From an optimization exercise on the open Yosys and OpenROAD flow, aimed at small area, a short achievable clock period and few clock cycles per item; shortcuts taken in it are not production practice.

==> inputs of v32 <==
// aes_encrypt_core
module aes_encrypt_core (
    input  wire         clk,
    input  wire         rst,         
    input  wire         start,
    input  wire         key_256,     
    input  wire [255:0] key,
    input  wire [127:0] block_in,
    output wire         ready,
    output wire         done,
    output wire [127:0] block_out
);
Settings: LEC_CHECK=0, CAP_MARGIN=20, CORE_MARGIN=2, CORE_UTILIZATION=50, PLACE_DENSITY=0.6, SETUP_SLACK_MARGIN=2.5, SLEW_MARGIN=20, SYNTH_HIERARCHICAL=1, SYNTH_MINIMUM_KEEP_SIZE=0; clock period 6.0 ns.
run.sh (not shown) runs the stock make flow with config.mk's settings and CLKGATE_MAP_FILE= SYNTH_SCRIPT=/design/flow/synth_recipe.tcl, a recipe that flattens the netlist after the stock synthesis.
==> v15: changes against v32 <==
--- a/flow/config.mk
+++ b/flow/config.mk
@@ -9,4 +9,4 @@
 export CORE_MARGIN = 2
-export CORE_UTILIZATION = 50
-export PLACE_DENSITY = 0.6
+export CORE_UTILIZATION = 65
+export PLACE_DENSITY = 0.75
 export SETUP_SLACK_MARGIN = 2.5
==> comparison table <==
	v15	v32
Status	finished clean	finished clean
Cell area after layout	74900 µm²	76400 µm²
Via count of the first global-routing pass	42000	42100
Vertical die dimension	319 µm	363 µm
Number of nets in the finished design	7274	7298
Non-clock buffer contribution to total cell area	8.58%	8.54%
Delay of the slowest critical-path stage	0.62 ns	0.46 ns
Amount of wire on met3 after detailed routing	12.4 mm	10.4 mm
All-layer global routing usage	34.8%	29.4%
Fillers	6942	11000
Required time of the critical path	6.66 ns	6.63 ns
Reg-to-reg critical path startpoint	d2[305]	kc2[85]
Function was not checked in any run of this note: the RTL went through the layout flow alone.


==> inputs of 06-21 <==
aes_encrypt_core, a different RTL version from the one above (not shown whole).
==> flow/config.mk <==
export PLATFORM = sky130hd
export DESIGN_NAME = aes_encrypt_core
export DESIGN_NICKNAME = aes_encrypt_core
export VERILOG_FILES = /design/flow/design.v
export SDC_FILE = /design/flow/constraint.sdc
export NUM_CORES = 4
export LEC_CHECK = 0
export CAP_MARGIN = 20
export CORE_MARGIN = 2
export CORE_UTILIZATION = 50
export CTS_BUF_LIST = sky130_fd_sc_hd__clkbuf_8
export CTS_CLUSTER_SIZE = 30
export PLACE_DENSITY = 0.6
export SETUP_SLACK_MARGIN = 3.3
export SLEW_MARGIN = 20
export SYNTH_HIERARCHICAL = 1
export SYNTH_MINIMUM_KEEP_SIZE = 0
==> flow/constraint.sdc <==
create_clock -name core_clock -period 6.0 [get_ports {clk}]
set_input_delay 1.2000 -clock core_clock [delete_from_list [all_inputs] [get_ports {clk}]]
set_output_delay 1.2000 -clock core_clock [all_outputs]
set_load 0.01 [all_outputs]
standard.sh (not shown) runs the stock make flow with config.mk's settings and CLKGATE_MAP_FILE= SYNTH_SCRIPT=/design/flow/synth_recipe.tcl, a recipe that flattens the netlist after the stock synthesis.
==> flow/flow/run.sh <==
#!/bin/bash
# The standard layout (standard.sh, unchanged synthesis), with the input and
# output port buffers made from the smallest buffer cell.
set -euo pipefail
export BUFFER_PORTS_ARGS="-buffer_cell sky130_fd_sc_hd__buf_1"
bash standard.sh > standard.log 2>&1
==> 12-11 (differences from 06-21) <==
--- a/flow/design.v
+++ b/flow/design.v
@@ -6,11 +6,12 @@
     wire U4 = in[3], U5 = in[2], U6 = in[1], U7 = in[0];
     wire T1, T2, T3, T4, T5, T6, T7, T8, T9, T10, T11, T12;
     wire T13, T14, T15, T16, T17, T18, T19, T20, T21, T22, T23, T24;
     wire T25, T26, T27, M1, M2, M3, M4, M5, M6, M7, M8, M9;
     wire M10, M11, M12, M13, M14, M15, M16, M17, M18, M19, M20, M21;
-    wire M22;
+    wire M22, M23, M24, M25, M26, M27, M28, M29, M30, M31, M32, M33;
+    wire M34, M35, M36, M37, M38, M39, M40;
     aes_xor2 g_T1 (.a(U0), .b(U3), .y(T1));
     aes_xor2 g_T2 (.a(U0), .b(U5), .y(T2));
     aes_xor2 g_T3 (.a(U0), .b(U6), .y(T3));
     aes_xor2 g_T4 (.a(U3), .b(U5), .y(T4));
     aes_xor2 g_T5 (.a(U4), .b(U6), .y(T5));
@@ -56,34 +57,10 @@
     aes_xnor2 g_M18 (.a(M8), .b(M7), .y(M18));
     aes_xor2 g_M19 (.a(M10), .b(M15), .y(M19));
     aes_xor2 g_M20 (.a(M16), .b(M13), .y(M20));
     aes_xor2 g_M21 (.a(M17), .b(M15), .y(M21));
     aes_xor2 g_M22 (.a(M18), .b(M13), .y(M22));
-    assign cut = {M19, T25, M22, M20, M21, T6, T8, T27, T10, T13, T23, T20, T4, T2};
-endmodule
-module aes_sbox_b (
-    input  wire [13:0] cut_a,
-    output wire [19:0] cut_b
-);
-    wire M19, T25, M22, M20, M21, T6, T8, T27, T10, T13, T23, T20;
-    wire T4, T2;
-    assign {M19, T25, M22, M20, M21, T6, T8, T27, T10, T13, T23, T20, T4, T2} = cut_a;
-    wire U7, T16, T9, T17, T15, T19, T3, T22, T1;
-    aes_xor2 g_U7 (.a(T6), .b(T8), .y(U7));
-    aes_xor2 g_T16 (.a(T6), .b(T27), .y(T16));
-    aes_xor2 g_T9 (.a(T8), .b(T10), .y(T9));
-    aes_xor2 g_T17 (.a(T25), .b(T20), .y(T17));
-    aes_xor2 g_T15 (.a(T27), .b(T10), .y(T15));
-    aes_xor2 g_T19 (.a(T13), .b(T23), .y(T19));
-    aes_xor2 g_T3 (.a(T13), .b(T4), .y(T3));
-    aes_xor2 g_T22 (.a(T23), .b(T2), .y(T22));
-    aes_xor2 g_T1 (.a(T4), .b(T2), .y(T1));
-    wire M23, M24, M25, M26, M27, M28, M29, M30, M31, M32, M33, M34;
-    wire M35, M36, M37, M38, M39, M40, M41, M42, M43, M44, M45, M46;
-    wire M47, M48, M49, M50, M51, M52, M53, M54, M55, M56, M57, M58;
-    wire M59, M60, M61, M62, M63, L1, L2, L3, L4, L5, L8, L12;
-    wire L14, L15, L17, L18;
     aes_xor2 g_M23 (.a(M19), .b(T25), .y(M23));
     aes_xnor2 g_M24 (.a(M22), .b(M23), .y(M24));
     aes_nand2 g_M25 (.a(M22), .b(M20), .y(M25));
     aes_xor2 g_M26 (.a(M21), .b(M25), .y(M26));
     aes_xnor2 g_M27 (.a(M20), .b(M21), .y(M27));
@@ -98,10 +75,34 @@
     aes_xor2 g_M36 (.a(M24), .b(M25), .y(M36));
     aes_xor2 g_M37 (.a(M21), .b(M29), .y(M37));
     aes_xor2 g_M38 (.a(M32), .b(M33), .y(M38));
     aes_xor2 g_M39 (.a(M23), .b(M30), .y(M39));
     aes_xor2 g_M40 (.a(M35), .b(M36), .y(M40));
+    assign cut = {M37, M38, M39, M40, U7, T16, T9, T27, T10, T13, T19, T3, T20, T2};
+endmodule
+module aes_sbox_b (
+    input  wire [13:0] cut,
+    output wire [7:0]  out
+);
+    wire M37, M38, M39, M40, U7, T16, T9, T27, T10, T13, T19, T3;
+    wire T20, T2;
+    assign {M37, M38, M39, M40, U7, T16, T9, T27, T10, T13, T19, T3, T20, T2} = cut;
+    wire T6, T8, T17, T15, T23, T22, T1, T4;
+    aes_xor2 g_T6 (.a(T16), .b(T27), .y(T6));
+    aes_xor2 g_T8 (.a(T9), .b(T10), .y(T8));
+    aes_xor2 g_T17 (.a(T16), .b(T9), .y(T17));
+    aes_xor2 g_T15 (.a(T27), .b(T10), .y(T15));
+    aes_xor2 g_T23 (.a(T13), .b(T19), .y(T23));
+    aes_xor2 g_T22 (.a(T3), .b(T20), .y(T22));
+    aes_xor2 g_T1 (.a(T19), .b(T20), .y(T1));
+    aes_xor2 g_T4 (.a(T13), .b(T3), .y(T4));
+    wire M41, M42, M43, M44, M45, M46, M47, M48, M49, M50, M51, M52;
+    wire M53, M54, M55, M56, M57, M58, M59, M60, M61, M62, M63, L0;
+    wire L1, L2, L3, L4, L5, L6, L7, L8, L9, L10, L11, L12;
+    wire L13, L14, L15, L16, L17, L18, L19, L20, L21, L22, L23, L24;
+    wire L25, L26, L27, L28, L29, S0, S1, S2, S3, S4, S5, S6;
+    wire S7;
     aes_xor2 g_M41 (.a(M38), .b(M40), .y(M41));
     aes_xor2 g_M42 (.a(M37), .b(M39), .y(M42));
     aes_xor2 g_M43 (.a(M37), .b(M38), .y(M43));
     aes_xor2 g_M44 (.a(M39), .b(M40), .y(M44));
     aes_xor2 g_M45 (.a(M42), .b(M41), .y(M45));
@@ -121,41 +122,29 @@
     aes_nand2 g_M59 (.a(M38), .b(T22), .y(M59));
     aes_nand2 g_M60 (.a(M37), .b(T20), .y(M60));
     aes_nand2 g_M61 (.a(M42), .b(T1), .y(M61));
     aes_nand2 g_M62 (.a(M45), .b(T4), .y(M62));
     aes_nand2 g_M63 (.a(M41), .b(T2), .y(M63));
+    aes_xor2 g_L0 (.a(M61), .b(M62), .y(L0));
     aes_xor2 g_L1 (.a(M50), .b(M56), .y(L1));
     aes_xor2 g_L2 (.a(M46), .b(M48), .y(L2));
     aes_xor2 g_L3 (.a(M47), .b(M55), .y(L3));
     aes_xor2 g_L4 (.a(M54), .b(M58), .y(L4));
     aes_xor2 g_L5 (.a(M49), .b(M61), .y(L5));
-    aes_xor2 g_L8 (.a(M51), .b(M59), .y(L8));
-    aes_xor2 g_L12 (.a(M48), .b(M51), .y(L12));
-    aes_xor2 g_L14 (.a(M52), .b(M61), .y(L14));
-    aes_xnor2 g_L15 (.a(M55), .b(L1), .y(L15));
-    aes_xnor2 g_L17 (.a(M57), .b(L1), .y(L17));
-    aes_xnor2 g_L18 (.a(M58), .b(L8), .y(L18));
-    assign cut_b = {M61, M62, L5, M46, L3, M52, M53, L4, M60, L2, M50, M56, M63, L1, L12, L18, L15, L8, L14, L17};
-endmodule
-module aes_sbox_c (
-    input  wire [19:0] cut,
-    output wire [7:0]  out
-);
-    wire M61, M62, L5, M46, L3, M52, M53, L4, M60, L2, M50, M56;
-    wire M63, L1, L12, L18, L15, L8, L14, L17;
-    assign {M61, M62, L5, M46, L3, M52, M53, L4, M60, L2, M50, M56, M63, L1, L12, L18, L15, L8, L14, L17} = cut;
-    wire L0, L6, L7, L9, L10, L11, L13, L16, L19, L20, L21, L22;
-    wire L23, L24, L25, L26, L27, L28, L29, S0, S1, S2, S3, S4;
-    wire S5, S6, S7;
-    aes_xor2 g_L0 (.a(M61), .b(M62), .y(L0));
     aes_xnor2 g_L6 (.a(M62), .b(L5), .y(L6));
     aes_xnor2 g_L7 (.a(M46), .b(L3), .y(L7));
+    aes_xor2 g_L8 (.a(M51), .b(M59), .y(L8));
     aes_xor2 g_L9 (.a(M52), .b(M53), .y(L9));
     aes_xnor2 g_L10 (.a(M53), .b(L4), .y(L10));
     aes_xnor2 g_L11 (.a(M60), .b(L2), .y(L11));
+    aes_xor2 g_L12 (.a(M48), .b(M51), .y(L12));
     aes_xnor2 g_L13 (.a(M50), .b(L0), .y(L13));
+    aes_xor2 g_L14 (.a(M52), .b(M61), .y(L14));
+    aes_xnor2 g_L15 (.a(M55), .b(L1), .y(L15));
     aes_xnor2 g_L16 (.a(M56), .b(L0), .y(L16));
+    aes_xnor2 g_L17 (.a(M57), .b(L1), .y(L17));
+    aes_xnor2 g_L18 (.a(M58), .b(L8), .y(L18));
     aes_xnor2 g_L19 (.a(M63), .b(L4), .y(L19));
     aes_xor2 g_L20 (.a(L0), .b(L1), .y(L20));
     aes_xor2 g_L21 (.a(L1), .b(L7), .y(L21));
     aes_xor2 g_L22 (.a(L3), .b(L12), .y(L22));
     aes_xor2 g_L23 (.a(L18), .b(L2), .y(L23));
@@ -200,34 +189,20 @@
             );
         end
     endgenerate
 endmodule
 module aes_round_b (
-    input  wire [223:0] cut_a,
-    output wire [319:0] cut_b
-);
-    genvar g;
-    generate
-        for (g = 0; g < 16; g = g + 1) begin : g_sbox
-            aes_sbox_b u_sbox (
-                .cut_a(cut_a[223 - 14*g -: 14]),
-                .cut_b(cut_b[319 - 20*g -: 20])
-            );
-        end
-    endgenerate
-endmodule
-module aes_round_c (
-    input  wire [319:0] cut,
+    input  wire [223:0] cut,
     output wire [127:0] shifted,    
     output wire [127:0] mixed       
 );
     wire [127:0] sub;
     genvar g, r, c;
     generate
         for (g = 0; g < 16; g = g + 1) begin : g_sbox
-            aes_sbox_c u_sbox (
-                .cut(cut[319 - 20*g -: 20]),
+            aes_sbox_b u_sbox (
+                .cut(cut[223 - 14*g -: 14]),
                 .out(sub[127 - 8*g -: 8])
             );
         end
         for (c = 0; c < 4; c = c + 1) begin : g_col
             for (r = 0; r < 4; r = r + 1) begin : g_row
@@ -290,35 +265,21 @@
             );
         end
     endgenerate
 endmodule
 module aes_key_expand_b (
-    input  wire [55:0] cut_a,
-    output wire [79:0] cut_b
-);
-    genvar g;
-    generate
-        for (g = 0; g < 4; g = g + 1) begin : g_sbox
-            aes_sbox_b u_sbox (
-                .cut_a(cut_a[55 - 14*g -: 14]),
-                .cut_b(cut_b[79 - 20*g -: 20])
-            );
-        end
-    endgenerate
-endmodule
-module aes_key_expand_c (
-    input  wire [79:0]  cut,
+    input  wire [55:0]  cut,
     input  wire [127:0] base,
     input  wire [7:0]   rcon,
     output wire [127:0] pre,     
     output wire [31:0]  sub      
 );
     genvar g;
     generate
         for (g = 0; g < 4; g = g + 1) begin : g_sbox
-            aes_sbox_c u_sbox (
-                .cut(cut[79 - 20*g -: 20]),
+            aes_sbox_b u_sbox (
+                .cut(cut[55 - 14*g -: 14]),
                 .out(sub[31 - 8*g -: 8])
             );
         end
     endgenerate
     wire [31:0] p0 = base[127:96] ^ {rcon, 24'h000000};
@@ -354,24 +315,14 @@
     reg [7:0]   rcon_n2;     
     reg [3:0]   rnd2;
     reg         mode2;
     reg         last2;       
     reg         v2;
-    reg [319:0] d3;          
-    reg [79:0]  kc3;         
-    reg [127:0] ka3;
-    reg [127:0] kb3;
-    reg [7:0]   rcon3;
-    reg [7:0]   rcon_n3;
-    reg [3:0]   rnd3;
-    reg         mode3;
-    reg         last3;
-    reg         v3;
     reg [127:0] result;
     reg         done_q;
     reg         ready_q;
-    wire ld     = !v3 || last3;
+    wire ld     = !v2 || last2;
     wire accept = start && ready_q;
     function [7:0] xtime;
         input [7:0] b;
         begin
             xtime = {b[6:0], 1'b0} ^ (b[7] ? 8'h1b : 8'h00);
@@ -395,77 +346,58 @@
         rcon_n2 <= rot1 ? xtime(rcon1) : rcon1;
         rnd2    <= rnd1;
         mode2   <= mode1;
         last2   <= last1;
     end
-    wire [319:0] dd2;
-    aes_round_b u_round_b (.cut_a(d2), .cut_b(dd2));
-    wire [79:0] kcc2;
-    aes_key_expand_b u_key_b (.cut_a(kc2), .cut_b(kcc2));
-    always @(posedge clk) begin
-        d3      <= dd2;
-        kc3     <= kcc2;
-        ka3     <= ka2;
-        kb3     <= kb2;
-        rcon3   <= rcon2;
-        rcon_n3 <= rcon_n2;
-        rnd3    <= rnd2;
-        mode3   <= mode2;
-        last3   <= last2;
-    end
     wire [127:0] shifted, mixed;
-    aes_round_c u_round_c (.cut(d3), .shifted(shifted), .mixed(mixed));
+    aes_round_b u_round_b (.cut(d2), .shifted(shifted), .mixed(mixed));
     wire [127:0] ke_pre;
     wire [31:0]  ke_sub;
-    aes_key_expand_c u_key_c (.cut(kc3), .base(ka3), .rcon(rcon3), .pre(ke_pre), .sub(ke_sub));
-    wire [127:0] rk_pre = mode3 ? kb3 : ke_pre;
+    aes_key_expand_b u_key_b (.cut(kc2), .base(ka2), .rcon(rcon2), .pre(ke_pre), .sub(ke_sub));
+    wire [127:0] rk_pre = mode2 ? kb2 : ke_pre;
     wire [31:0]  sub_rk, sub_ka1, sub_kb1;
-    aes_and32 u_sub_rk  (.a(ke_sub), .en(!mode3), .y(sub_rk));
-    aes_and32 u_sub_ka1 (.a(ke_sub), .en(!(ld || mode3)), .y(sub_ka1));
+    aes_and32 u_sub_rk  (.a(ke_sub), .en(!mode2), .y(sub_rk));
+    aes_and32 u_sub_ka1 (.a(ke_sub), .en(!(ld || mode2)), .y(sub_ka1));
     aes_and32 u_sub_kb1 (.a(ke_sub), .en(!ld), .y(sub_kb1));
-    wire [127:0] res_pre, res3;
+    wire [127:0] res_pre, res2;
     aes_xor128 u_res_pre (.a(shifted), .b(rk_pre), .y(res_pre));
-    aes_xor128 u_res     (.a(res_pre), .b({4{sub_rk}}), .y(res3));
+    aes_xor128 u_res     (.a(res_pre), .b({4{sub_rk}}), .y(res2));
     wire [127:0] ka1_d, kb1_d;
     aes_xor128 u_ka1 (.a(ld ? key[255:128] : rk_pre), .b({4{sub_ka1}}), .y(ka1_d));
     aes_xor128 u_kb1 (.a(ld ? key[127:0] : ke_pre), .b({4{sub_kb1}}), .y(kb1_d));
     always @(posedge clk) begin
-        result <= res3;
+        result <= res2;
         ka1    <= ka1_d;
         kb1    <= kb1_d;
         if (ld) begin
             m1    <= block_in;
             rcon1 <= 8'h01;
             rnd1  <= 4'd1;
             mode1 <= key_256;
             rot1  <= 1'b1;
         end else begin
             m1    <= mixed;
-            rcon1 <= rcon_n3;
-            rnd1  <= rnd3 + 4'd1;
-            mode1 <= mode3;
-            rot1  <= !mode3 || !rnd3[0];
+            rcon1 <= rcon_n2;
+            rnd1  <= rnd2 + 4'd1;
+            mode1 <= mode2;
+            rot1  <= !mode2 || !rnd2[0];
         end
     end
-    wire       v1_n    = ld ? accept : v3;
-    wire       mode1_n = ld ? key_256 : mode3;
-    wire [3:0] rnd1_n  = ld ? 4'd1 : rnd3 + 4'd1;
-    wire       ready_n = (!v2 || last2) &&
-                         (!v1_n || !mode1_n || rnd1_n >= 4'd5) &&
-                         (!v1 || !mode1 || rnd1 >= 4'd5);
+    wire       v1_n    = ld ? accept : v2;
+    wire       mode1_n = ld ? key_256 : mode2;
+    wire [3:0] rnd1_n  = ld ? 4'd1 : rnd2 + 4'd1;
+    wire       ready_n = (!v1 || last1) && (!v1_n || !mode1_n || rnd1_n >= 4'd5);
     always @(posedge clk) begin
         if (rst) begin
             v1      <= 1'b0;
             v2      <= 1'b0;
-            v3      <= 1'b0;
             done_q  <= 1'b0;
             ready_q <= 1'b1;
         end else begin
             v1      <= v1_n;
             v2      <= v1;
-            v3      <= v2;
-            done_q  <= v3 && last3;
+            done_q  <= v2 && last2;
             ready_q <= ready_n;
         end
     end
     assign ready     = ready_q;
     assign done      = done_q;
Settings changed: SETUP_SLACK_MARGIN 3.3 to 2.5.
==> qor summary <==
Outcome: 12-11 complete, no violations; 06-21 complete, no violations
Worst Clk Skew: 12-11 52.02 ps; 06-21 72.82 ps
Post-Synth Simple-Gate Area: 12-11 12.03%; 06-21 9.621%
Routability congestion estimate from global placement: 12-11 0.9521; 06-21 0.9548
Reg-to-Reg Start: 12-11 d2[26]; 06-21 ka3[115]
Vias in the first global route: 12-11 44100; 06-21 49640
Count of mapped cells out of synthesis: 12-11 7212; 06-21 8320
Post-CTS resize count: 12-11 113; 06-21 345
Synthesized area divided by synthesized cell count: 12-11 9.110 um2; 06-21 9.916 um2
Area share of fa/ha/maj cells after synthesis: 12-11 0.01904%; 06-21 0.01517%
Place WS: 12-11 1726 ps; 06-21 2532 ps
Synth unique cells: 12-11 29; 06-21 30
Y dimension of the die: 12-11 366.5 um; 06-21 410.2 um
Worst Hold Margin: 12-11 303.8 ps; 06-21 279.7 ps
Critical Path End: 12-11 m1[91]; 06-21 result[19]
Clock insertion delay at the later pin of the skew report: 12-11 960 ps; 06-21 1050 ps
Share of layout cells above drive strength 1: 12-11 13.56%; 06-21 14.51%
Fill cells: 12-11 12040; 06-21 14860
Min-Delay Startpoint: 12-11 kb1[33]; 06-21 ka2[2]
Share of cell area taken by muxes after synthesis: 12-11 3.224%; 06-21 2.554%
Total clock buffers created by CTS: 12-11 187; 06-21 307
Flip-flop count of the largest register after layout: 12-11 224; 06-21 320
No functional check of the RTL was part of any run of this note.

[re-timing with driven ports]
The flow's constraints put no driver on any port. The routed layouts listed below were extracted and timed again, unchanged, in two steps.
Step 1 sets driving cells, clkbuf_16 on the clock port and buf_2 on the other inputs (assumed; they add their load-dependent delay and slew).
Step 2, shift: input delay + t, output delay - t, t = (earliest + latest rising clock arrival at the registers) / 2. This alone moves slack from input paths to output paths.
a / b / c = ideal ports / drivers / drivers and shift; a / b = the first two.
run	shift t [ns]	slack for setup (ns)	hold WS [ns]	clock arrival spread, ns	slew at the worst register clock pin (ns)
v32	0.833	2.504 / 2.504 / 2.504	0.318 / 0.318 / 0.318	0.036 / 0.035	0.07 / 0.07
v15	0.780	2.550 / 2.550 / 2.550	0.321 / 0.321 / 0.321	0.021 / 0.021	0.07 / 0.07
06-21	1.097	3.272 / 3.187 / 3.272	0.280 / 0.280 / 0.280	0.078 / 0.077	0.07 / 0.07
12-11	1.011	2.494 / 2.494 / 2.494	0.304 / 0.304 / 0.304	0.059 / 0.059	0.07 / 0.07
After both steps setup and hold are still met in every run listed.
